Source: an optimization exercise on an open RTL-to-GDS flow (aim: small area). Production flows keep margins and buffers that such runs may drop. Only simulation tests tie the RTL to the original design; equivalence was not proved. Power and IR drop assume default switching activity.

==> ember <==
==> flow/design.v (excerpt) <==
module enc_channel (
    input  wire        clk,
    input  wire        rst,             
    input  wire        a_in,            
    input  wire        b_in,
    input  wire        z_in,
    input  wire        a_low,           
    input  wire        b_low,
    input  wire        z_low,
    input  wire        en,              
    input  wire [1:0]  cfg_decode,      
    input  wire        cfg_invert,
    input  wire        cfg_z_en,
    input  wire        cfg_z_pol,
    input  wire        cfg_idx_check,
    input  wire        cfg_line_det,
    input  wire [7:0]  cfg_idx_tol,
    input  wire [4:0]  filt_a,          
    input  wire [4:0]  filt_b,
    input  wire [4:0]  filt_z,
    input  wire [24:0] rev_count,       
    input  wire [23:0] idx_exp,         
    input  wire [5:0]  flt_clr,         
    input  wire        cnt_clr,         
    output reg  [23:0] pos,             
    output reg  [31:0] rev,             
    output reg  [31:0] raw,             
    output reg  [31:0] qerr,            
    output reg  [23:0] idx_cap,         
    output reg  [31:0] idx_cnt,         
    output reg  [63:0] edge_till,       
    output reg  [31:0] edge_dt,         
    output reg  [5:0]  flt,             
    output reg         untrusted,       
    output reg         dir,
    output reg         hyst,
    output reg         ev_qburst,       
    output reg  [1:0]  ev_index,        
    output wire [2:0]  ev_line          
);
==> flow/config.mk <==
export PLATFORM = sky130hd
export DESIGN_NAME = enc_channel
export DESIGN_NICKNAME = enc_channel
export VERILOG_FILES = /design/flow/design.v
export SDC_FILE = /design/flow/constraint.sdc
export NUM_CORES = 4
export LEC_CHECK = 0
export CAP_MARGIN = 20
export CORE_MARGIN = 2
export CORE_UTILIZATION = 40
export SLEW_MARGIN = 20
==> flow/constraint.sdc <==
create_clock -name core_clock -period 13.0 [get_ports {clk}]
set_input_delay 2.6000 -clock core_clock [delete_from_list [all_inputs] [get_ports {clk}]]
set_output_delay 2.6000 -clock core_clock [all_outputs]
set_load 0.01 [all_outputs]
run.sh (not shown) runs the stock make flow with config.mk's settings and CLKGATE_MAP_FILE= SYNTH_SCRIPT=/design/flow/synth_recipe.tcl, a recipe that flattens the netlist after the stock synthesis.
==> xenon (differences from ember) <==
--- a/flow/design.v
+++ b/flow/design.v
@@ -104,23 +104,24 @@
     assign co = ci & (&t);
 endmodule
 module enc_sub #(
     parameter W = 25,
     parameter B = 6
 ) (
     input  wire [W-1:0] a,
     input  wire [W-1:0] b,
+    input  wire         ci,
     output wire [W:0]   s
 );
     wire [W-1:0] nb = ~b;
     wire [W-1:0] p  = a ^ nb;
     wire [W-1:0] g  = a & nb;
     wire [W:0]   c;
-    assign c[0] = 1'b1;
+    assign c[0] = ci;
     genvar i, k;
     generate
         for (i = 0; i < W; i = i + 1) begin : g_bit
             if (i > 0 && i % B == 0) begin : g_la
                 wire [B:0] q;
                 assign q[0] = 1'b0;
                 for (k = 0; k < B; k = k + 1) begin : g_q
                     assign q[k+1] = g[i-B+k] | (p[i-B+k] & q[k]);
@@ -297,40 +298,33 @@
                                          .s(dt_hi), .co(dt_neg));
     wire [31:0] dt_sat = dt_neg ? 32'd0 : dt_hi[27] ? 32'hFFFF_FFFF : {dt_hi[26:0], dt_lo};
     wire z_edge = active && e_z && cfg_z_en && (lev_z == cfg_z_pol);   
     wire [31:0] idx_inc;
     enc_incdec #(.W(32), .B(16)) u_icnt (.a(idx_cnt), .ci(z_edge && !(&idx_cnt)), .dn(1'b0),
                                          .s(idx_inc), .co());
     reg idx_pend;
     wire [24:0] d_sgn;
-    enc_sub #(.W(24), .B(6)) u_dsub (.a(idx_cap), .b(idx_exp), .s(d_sgn));
+    enc_sub #(.W(24), .B(6)) u_dsub (.a(idx_cap), .b(idx_exp), .ci(1'b1), .s(d_sgn));
     wire        d_s = d_sgn[24];
     wire [23:0] d_u = d_sgn[23:0] ^ {24{d_s}};
+    wire [25:0] d_w;
+    enc_sub #(.W(25), .B(5)) u_dwrap (.a(rev_count), .b({1'b0, d_u}), .ci(!d_s), .s(d_w));
     reg [24:0] m1_c;          
-    reg [25:0] m2_x, m2_y;    
-    reg [26:0] m2_c;          
+    reg [8:0]  m2_c;          
     always @(*) begin
         m1_c[0] = d_s;
         for (i = 0; i < 24; i = i + 1)
             m1_c[i+1] = (d_u[i] & ~(i < 8 ? cfg_idx_tol[i] : 1'b0)) |
                         (m1_c[i] & (d_u[i] | ~(i < 8 ? cfg_idx_tol[i] : 1'b0)));
-        m2_y[0] = 1'b0;
-        for (i = 0; i < 25; i = i + 1) begin
-            m2_x[i]   = rev_count[i] ^ ~(i < 24 ? d_u[i] : 1'b0) ^ ~(i < 8 ? cfg_idx_tol[i] : 1'b0);
-            m2_y[i+1] = (rev_count[i] & ~(i < 24 ? d_u[i] : 1'b0)) |
-                        (rev_count[i] & ~(i < 8 ? cfg_idx_tol[i] : 1'b0)) |
-                        (~(i < 24 ? d_u[i] : 1'b0) & ~(i < 8 ? cfg_idx_tol[i] : 1'b0));
-        end
-        m2_x[25] = 1'b0;
-        m2_c[0] = ~d_s;
-        for (i = 0; i < 26; i = i + 1)
-            m2_c[i+1] = (m2_x[i] & m2_y[i]) | (m2_c[i] & (m2_x[i] | m2_y[i]));
+        m2_c[0] = 1'b0;
+        for (i = 0; i < 8; i = i + 1)
+            m2_c[i+1] = (d_w[i] & ~cfg_idx_tol[i]) | (m2_c[i] & (d_w[i] | ~cfg_idx_tol[i]));
     end
-    wire mismatch = idx_pend && cfg_idx_check && m1_c[24] && m2_c[26];
+    wire mismatch = idx_pend && cfg_idx_check && m1_c[24] && (m2_c[8] || (d_w[24:8] != 17'd0));
     reg  [24:0] mv_mag;
     reg         mv_neg;
     wire track_missing = cfg_z_en && cfg_idx_check;
     wire mv_zero = (mv_mag == 25'd0);
     wire mv_ci   = track_missing && counted;
     wire [24:0] mv_step;
     enc_incdec #(.W(25), .B(13)) u_mv (.a(mv_mag), .ci(mv_ci), .dn(!mv_zero && (mv_neg != cnt_rev)),
                                        .s(mv_step), .co());
@@ -347,29 +341,34 @@
             ms_y[i+1] = (ms_a & ms_b) | (ms_a & ms_g) | (ms_b & ms_g);
         end
         ms_x[27] = 1'b0;
         ms_c[0] = 1'b1;
         for (i = 0; i < 28; i = i + 1)
             ms_c[i+1] = (ms_x[i] & ms_y[i]) | (ms_c[i] & (ms_x[i] | ms_y[i]));
     end
     wire missing = active && track_missing && ms_c[28];
-    reg [17:0] ill_r0, ill_r1, ill_r2;
+    reg  [17:0] ill_r0, ill_r1, ill_r2;
+    reg  [1:0]  ill_p;
     wire live0 = (ill_r0 != 18'd0);
+    wire live1 = (ill_r1 != 18'd0);
     wire live2 = (ill_r2 != 18'd0);
-    wire burst = illegal && live2;
-    wire [17:0] r1_src = illegal ? ill_r0 : ill_r1;
-    wire [17:0] r2_src = illegal ? ill_r1 : ill_r2;
+    wire live_old = ill_p[1] ? live2 : ill_p[0] ? live1 : live0;
+    wire live_new = ill_p[1] ? live1 : ill_p[0] ? live0 : live2;
+    wire burst = illegal && live_old;
+    wire ld0 = illegal && (ill_p == 2'd0);
+    wire ld1 = illegal && (ill_p == 2'd1);
+    wire ld2 = illegal && ill_p[1];
     wire [17:0] r0_dec, r1_dec, r2_dec;
     enc_incdec #(.W(18), .B(9)) u_r0 (.a(ill_r0), .ci(live0), .dn(1'b1), .s(r0_dec), .co());
-    enc_incdec #(.W(18), .B(9)) u_r1 (.a(r1_src), .ci(r1_src != 18'd0), .dn(1'b1), .s(r1_dec), .co());
-    enc_incdec #(.W(18), .B(9)) u_r2 (.a(r2_src), .ci(r2_src != 18'd0), .dn(1'b1), .s(r2_dec), .co());
+    enc_incdec #(.W(18), .B(9)) u_r1 (.a(ill_r1), .ci(live1), .dn(1'b1), .s(r1_dec), .co());
+    enc_incdec #(.W(18), .B(9)) u_r2 (.a(ill_r2), .ci(live2), .dn(1'b1), .s(r2_dec), .co());
     wire [5:0] flt_set  = {missing, mismatch, lz_new, lb_new, la_new, burst};
     wire [5:0] flt_next = (flt & ~flt_clr) | flt_set;
-    wire quiet = !illegal && !live0;
+    wire quiet = !illegal && !live_new;
     wire untrusted_set = burst || la_new || lb_new;
     wire untrusted_clr = (flt_next[2:0] == 3'b000) && quiet;
     always @(posedge clk) begin
         dt_age <= counted ? {27'd0, age_p1} : dt_age_inc;
         if (rst) begin
             idx_cnt   <= 32'd0;
             flt       <= 6'd0;
             ev_qburst <= 1'b0;
@@ -391,16 +390,17 @@
             dir       <= 1'b0;
             hyst      <= 1'b0;
             dir_valid <= 1'b0;
             mv_mag    <= 25'd0;
             idx_pend  <= 1'b0;
             ill_r0    <= 18'd0;
             ill_r1    <= 18'd0;
             ill_r2    <= 18'd0;
+            ill_p     <= 2'd0;
         end else begin
             pos  <= pos_next;
             rev  <= rev_next;
             raw  <= raw_next;
             qerr <= qerr_next;
             if (cnt_edge) begin
                 dir  <= cnt_rev;
                 hyst <= absorbed;
@@ -414,19 +414,21 @@
             if (z_edge)
                 idx_cap <= pos_next;
             if (z_edge || missing)
                 mv_mag <= 25'd0;
             else
                 mv_mag <= mv_step;
             if (mv_ci && mv_zero)
                 mv_neg <= cnt_rev;
-            ill_r0 <= illegal ? WINDOW_M1 : r0_dec;
-            ill_r1 <= r1_dec;
-            ill_r2 <= r2_dec;
+            ill_r0 <= ld0 ? WINDOW_M1 : r0_dec;
+            ill_r1 <= ld1 ? WINDOW_M1 : r1_dec;
+            ill_r2 <= ld2 ? WINDOW_M1 : r2_dec;
+            if (illegal)
+                ill_p <= ill_p[1] ? 2'd0 : ill_p + 2'd1;
         end
         if (rst)
             untrusted <= 1'b0;
         else if (start || untrusted_set)
             untrusted <= untrusted_set;
         else if (untrusted_clr)
             untrusted <= 1'b0;
     end
==> flow/flow/run.sh (new file) <==
#!/bin/bash
# The standard layout, with buf_1 port buffers and a clock tree of
# clkbuf_8 leaves without dummy loads. Each step's log is in orfs/logs/.
set -euo pipefail
export BUFFER_PORTS_ARGS="-buffer_cell sky130_fd_sc_hd__buf_1"
export CTS_ARGS="-sink_clustering_enable -repair_clock_nets -dont_use_dummy_load -buf_list sky130_fd_sc_hd__clkbuf_8 -sink_clustering_size 16 -sink_clustering_max_diameter 80"
bash standard.sh > standard.log 2>&1
==> flow/standard.sh (new file) <==
#!/bin/bash
# synth_recipe.tcl (not shown) runs the flow's synth.tcl, then flattens the netlist and writes it again
# the make line also repeats each setting of config.mk as NAME=value (left out here)
make -C /OpenROAD-flow-scripts/flow DESIGN_CONFIG=/design/flow/config.mk WORK_HOME=/design/flow/orfs CLKGATE_MAP_FILE= SYNTH_SCRIPT=/design/flow/synth_recipe.tcl "${@:-finish}"
==> flow/config.mk (replaced) <==
export PLATFORM = sky130hd
export DESIGN_NAME = enc_channel
export DESIGN_NICKNAME = enc_channel
export VERILOG_FILES = /design/flow/design.v
export SDC_FILE = /design/flow/constraint.sdc
export NUM_CORES = 4
export LEC_CHECK = 0
export CAP_MARGIN = 20
export CORE_MARGIN = 2
export CORE_UTILIZATION = 70
export SLEW_MARGIN = 20
removed: flow/run.sh
==> yarrow (differences from ember) <==
--- a/flow/design.v
+++ b/flow/design.v
@@ -104,23 +104,24 @@
     assign co = ci & (&t);
 endmodule
 module enc_sub #(
     parameter W = 25,
     parameter B = 6
 ) (
     input  wire [W-1:0] a,
     input  wire [W-1:0] b,
+    input  wire         ci,
     output wire [W:0]   s
 );
     wire [W-1:0] nb = ~b;
     wire [W-1:0] p  = a ^ nb;
     wire [W-1:0] g  = a & nb;
     wire [W:0]   c;
-    assign c[0] = 1'b1;
+    assign c[0] = ci;
     genvar i, k;
     generate
         for (i = 0; i < W; i = i + 1) begin : g_bit
             if (i > 0 && i % B == 0) begin : g_la
                 wire [B:0] q;
                 assign q[0] = 1'b0;
                 for (k = 0; k < B; k = k + 1) begin : g_q
                     assign q[k+1] = g[i-B+k] | (p[i-B+k] & q[k]);
@@ -297,40 +298,33 @@
                                          .s(dt_hi), .co(dt_neg));
     wire [31:0] dt_sat = dt_neg ? 32'd0 : dt_hi[27] ? 32'hFFFF_FFFF : {dt_hi[26:0], dt_lo};
     wire z_edge = active && e_z && cfg_z_en && (lev_z == cfg_z_pol);   
     wire [31:0] idx_inc;
     enc_incdec #(.W(32), .B(16)) u_icnt (.a(idx_cnt), .ci(z_edge && !(&idx_cnt)), .dn(1'b0),
                                          .s(idx_inc), .co());
     reg idx_pend;
     wire [24:0] d_sgn;
-    enc_sub #(.W(24), .B(6)) u_dsub (.a(idx_cap), .b(idx_exp), .s(d_sgn));
+    enc_sub #(.W(24), .B(6)) u_dsub (.a(idx_cap), .b(idx_exp), .ci(1'b1), .s(d_sgn));
     wire        d_s = d_sgn[24];
     wire [23:0] d_u = d_sgn[23:0] ^ {24{d_s}};
+    wire [25:0] d_w;
+    enc_sub #(.W(25), .B(5)) u_dwrap (.a(rev_count), .b({1'b0, d_u}), .ci(!d_s), .s(d_w));
     reg [24:0] m1_c;          
-    reg [25:0] m2_x, m2_y;    
-    reg [26:0] m2_c;          
+    reg [8:0]  m2_c;          
     always @(*) begin
         m1_c[0] = d_s;
         for (i = 0; i < 24; i = i + 1)
             m1_c[i+1] = (d_u[i] & ~(i < 8 ? cfg_idx_tol[i] : 1'b0)) |
                         (m1_c[i] & (d_u[i] | ~(i < 8 ? cfg_idx_tol[i] : 1'b0)));
-        m2_y[0] = 1'b0;
-        for (i = 0; i < 25; i = i + 1) begin
-            m2_x[i]   = rev_count[i] ^ ~(i < 24 ? d_u[i] : 1'b0) ^ ~(i < 8 ? cfg_idx_tol[i] : 1'b0);
-            m2_y[i+1] = (rev_count[i] & ~(i < 24 ? d_u[i] : 1'b0)) |
-                        (rev_count[i] & ~(i < 8 ? cfg_idx_tol[i] : 1'b0)) |
-                        (~(i < 24 ? d_u[i] : 1'b0) & ~(i < 8 ? cfg_idx_tol[i] : 1'b0));
-        end
-        m2_x[25] = 1'b0;
-        m2_c[0] = ~d_s;
-        for (i = 0; i < 26; i = i + 1)
-            m2_c[i+1] = (m2_x[i] & m2_y[i]) | (m2_c[i] & (m2_x[i] | m2_y[i]));
+        m2_c[0] = 1'b0;
+        for (i = 0; i < 8; i = i + 1)
+            m2_c[i+1] = (d_w[i] & ~cfg_idx_tol[i]) | (m2_c[i] & (d_w[i] | ~cfg_idx_tol[i]));
     end
-    wire mismatch = idx_pend && cfg_idx_check && m1_c[24] && m2_c[26];
+    wire mismatch = idx_pend && cfg_idx_check && m1_c[24] && (m2_c[8] || (d_w[24:8] != 17'd0));
     reg  [24:0] mv_mag;
     reg         mv_neg;
     wire track_missing = cfg_z_en && cfg_idx_check;
     wire mv_zero = (mv_mag == 25'd0);
     wire mv_ci   = track_missing && counted;
     wire [24:0] mv_step;
     enc_incdec #(.W(25), .B(13)) u_mv (.a(mv_mag), .ci(mv_ci), .dn(!mv_zero && (mv_neg != cnt_rev)),
                                        .s(mv_step), .co());
@@ -347,29 +341,34 @@
             ms_y[i+1] = (ms_a & ms_b) | (ms_a & ms_g) | (ms_b & ms_g);
         end
         ms_x[27] = 1'b0;
         ms_c[0] = 1'b1;
         for (i = 0; i < 28; i = i + 1)
             ms_c[i+1] = (ms_x[i] & ms_y[i]) | (ms_c[i] & (ms_x[i] | ms_y[i]));
     end
     wire missing = active && track_missing && ms_c[28];
-    reg [17:0] ill_r0, ill_r1, ill_r2;
+    reg  [17:0] ill_r0, ill_r1, ill_r2;
+    reg  [1:0]  ill_p;
     wire live0 = (ill_r0 != 18'd0);
+    wire live1 = (ill_r1 != 18'd0);
     wire live2 = (ill_r2 != 18'd0);
-    wire burst = illegal && live2;
-    wire [17:0] r1_src = illegal ? ill_r0 : ill_r1;
-    wire [17:0] r2_src = illegal ? ill_r1 : ill_r2;
+    wire live_old = ill_p[1] ? live2 : ill_p[0] ? live1 : live0;
+    wire live_new = ill_p[1] ? live1 : ill_p[0] ? live0 : live2;
+    wire burst = illegal && live_old;
+    wire ld0 = illegal && (ill_p == 2'd0);
+    wire ld1 = illegal && (ill_p == 2'd1);
+    wire ld2 = illegal && ill_p[1];
     wire [17:0] r0_dec, r1_dec, r2_dec;
     enc_incdec #(.W(18), .B(9)) u_r0 (.a(ill_r0), .ci(live0), .dn(1'b1), .s(r0_dec), .co());
-    enc_incdec #(.W(18), .B(9)) u_r1 (.a(r1_src), .ci(r1_src != 18'd0), .dn(1'b1), .s(r1_dec), .co());
-    enc_incdec #(.W(18), .B(9)) u_r2 (.a(r2_src), .ci(r2_src != 18'd0), .dn(1'b1), .s(r2_dec), .co());
+    enc_incdec #(.W(18), .B(9)) u_r1 (.a(ill_r1), .ci(live1), .dn(1'b1), .s(r1_dec), .co());
+    enc_incdec #(.W(18), .B(9)) u_r2 (.a(ill_r2), .ci(live2), .dn(1'b1), .s(r2_dec), .co());
     wire [5:0] flt_set  = {missing, mismatch, lz_new, lb_new, la_new, burst};
     wire [5:0] flt_next = (flt & ~flt_clr) | flt_set;
-    wire quiet = !illegal && !live0;
+    wire quiet = !illegal && !live_new;
     wire untrusted_set = burst || la_new || lb_new;
     wire untrusted_clr = (flt_next[2:0] == 3'b000) && quiet;
     always @(posedge clk) begin
         dt_age <= counted ? {27'd0, age_p1} : dt_age_inc;
         if (rst) begin
             idx_cnt   <= 32'd0;
             flt       <= 6'd0;
             ev_qburst <= 1'b0;
@@ -391,16 +390,17 @@
             dir       <= 1'b0;
             hyst      <= 1'b0;
             dir_valid <= 1'b0;
             mv_mag    <= 25'd0;
             idx_pend  <= 1'b0;
             ill_r0    <= 18'd0;
             ill_r1    <= 18'd0;
             ill_r2    <= 18'd0;
+            ill_p     <= 2'd0;
         end else begin
             pos  <= pos_next;
             rev  <= rev_next;
             raw  <= raw_next;
             qerr <= qerr_next;
             if (cnt_edge) begin
                 dir  <= cnt_rev;
                 hyst <= absorbed;
@@ -414,19 +414,21 @@
             if (z_edge)
                 idx_cap <= pos_next;
             if (z_edge || missing)
                 mv_mag <= 25'd0;
             else
                 mv_mag <= mv_step;
             if (mv_ci && mv_zero)
                 mv_neg <= cnt_rev;
-            ill_r0 <= illegal ? WINDOW_M1 : r0_dec;
-            ill_r1 <= r1_dec;
-            ill_r2 <= r2_dec;
+            ill_r0 <= ld0 ? WINDOW_M1 : r0_dec;
+            ill_r1 <= ld1 ? WINDOW_M1 : r1_dec;
+            ill_r2 <= ld2 ? WINDOW_M1 : r2_dec;
+            if (illegal)
+                ill_p <= ill_p[1] ? 2'd0 : ill_p + 2'd1;
         end
         if (rst)
             untrusted <= 1'b0;
         else if (start || untrusted_set)
             untrusted <= untrusted_set;
         else if (untrusted_clr)
             untrusted <= 1'b0;
     end
==> flow/flow/run.sh (new file) <==
#!/bin/bash
# The standard layout, with buf_1 port buffers. Each step's log is in
# orfs/logs/.
set -euo pipefail
export BUFFER_PORTS_ARGS="-buffer_cell sky130_fd_sc_hd__buf_1"
bash standard.sh > standard.log 2>&1
==> flow/standard.sh (new file) <==
#!/bin/bash
# synth_recipe.tcl (not shown) runs the flow's synth.tcl, then flattens the netlist and writes it again
# the make line also repeats each setting of config.mk as NAME=value (left out here)
make -C /OpenROAD-flow-scripts/flow DESIGN_CONFIG=/design/flow/config.mk WORK_HOME=/design/flow/orfs CLKGATE_MAP_FILE= SYNTH_SCRIPT=/design/flow/synth_recipe.tcl "${@:-finish}"
==> flow/config.mk (replaced) <==
export PLATFORM = sky130hd
export DESIGN_NAME = enc_channel
export DESIGN_NICKNAME = enc_channel
export VERILOG_FILES = /design/flow/design.v
export SDC_FILE = /design/flow/constraint.sdc
export NUM_CORES = 4
export LEC_CHECK = 0
export CAP_MARGIN = 20
export CORE_MARGIN = 2
export CORE_UTILIZATION = 55
export SLEW_MARGIN = 20
removed: flow/run.sh
==> results.txt <==
| metric | xenon | yarrow | ember |
|---|---|---|---|
| Bufs w/o clock | 407 | 412 | 402 |
| Post-layout instance area | 31,810 um2 | 33,470 um2 | 35,730 um2 |
| Number of tap cells added at floorplan | 539 | 688 | 950 |
| Seq group | 1.74 mW | 1.74 mW | 1.73 mW |
| Maximum net fanout on the critical path | 3 | 3 | 28 |
| Compound-Gate Fraction of Synth Area | 12.83% | 12.83% | 11.97% |
| Buffer cell driving the clock tree root | sky130_fd_sc_hd__clkbuf_8 | sky130_fd_sc_hd__clkbuf_16 | sky130_fd_sc_hd__clkbuf_16 |
| Core area | 41,760 um2 | 52,760 um2 | 71,850 um2 |
| Overall fraction of global-route tracks in use | 33.84% | 27.06% | 20.53% |
| Share of the cycle needed by the critical path after routing | 95.33% | 94.96% | 82.55% |
| Final Util | 76.18% | 63.45% | 49.72% |
| Result of the run | complete, no violations | complete, no violations | complete, no violations |
| Largest stage delay, worst path | 0.43 ns | 0.43 ns | 0.49 ns |
| Area share of and/or/nand/nor cells after synthesis | 19.21% | 19.21% | 19.37% |
| Share of synthesized cell area in full adder, half adder and majority cells | 20.53% | 20.53% | 19.84% |
| Detail-routed via count per cell | 6.039 | 5.683 | 5.223 |
| CP Buf/Inv Count | 2 | 2 | 3 |
| Number of fill cells | 3,074 | 4,553 | 6,883 |
| Xor/xnor share of the synthesized area | 6.229% | 6.229% | 5.672% |
| Final-layout clock-cell area share | 1.687% | 5.820% | 5.551% |
| Final critical-path required period | 12.39 ns | 12.34 ns | 10.73 ns |

## port drivers added, routing unchanged
The results above use ideal ports. As a check the final layouts listed here were re-extracted and re-timed, cells and wires unchanged.
Step 1 assumes that a clkbuf_16 drives the clock port and a buf_2 every other input.
Step 2, shift: input delay + t, output delay - t, t = (earliest + latest rising clock arrival at the registers) / 2. This alone moves slack from input paths to output paths.
Slacks: no drivers / after step 1 / after step 2; pairs: no drivers / after step 1.
| run | t (ns) | setup WS [ns] | worst register clock-pin slew, ns |
|---|---|---|---|
| ember | 0.680 | 2.268 / 2.285 / 1.605 | 0.07 / 0.07 |
| xenon | 0.683 | 0.607 / 0.636 / -0.048 | 0.11 / 0.11 |
| yarrow | 0.673 | 0.656 / 0.692 / 0.019 | 0.07 / 0.07 |
Met with ideal ports but missed after step 2: setup timing in xenon. For ember, which loses most, drivers alone change the setup slack by +0.017 ns; drivers and shift together by -0.663 ns.
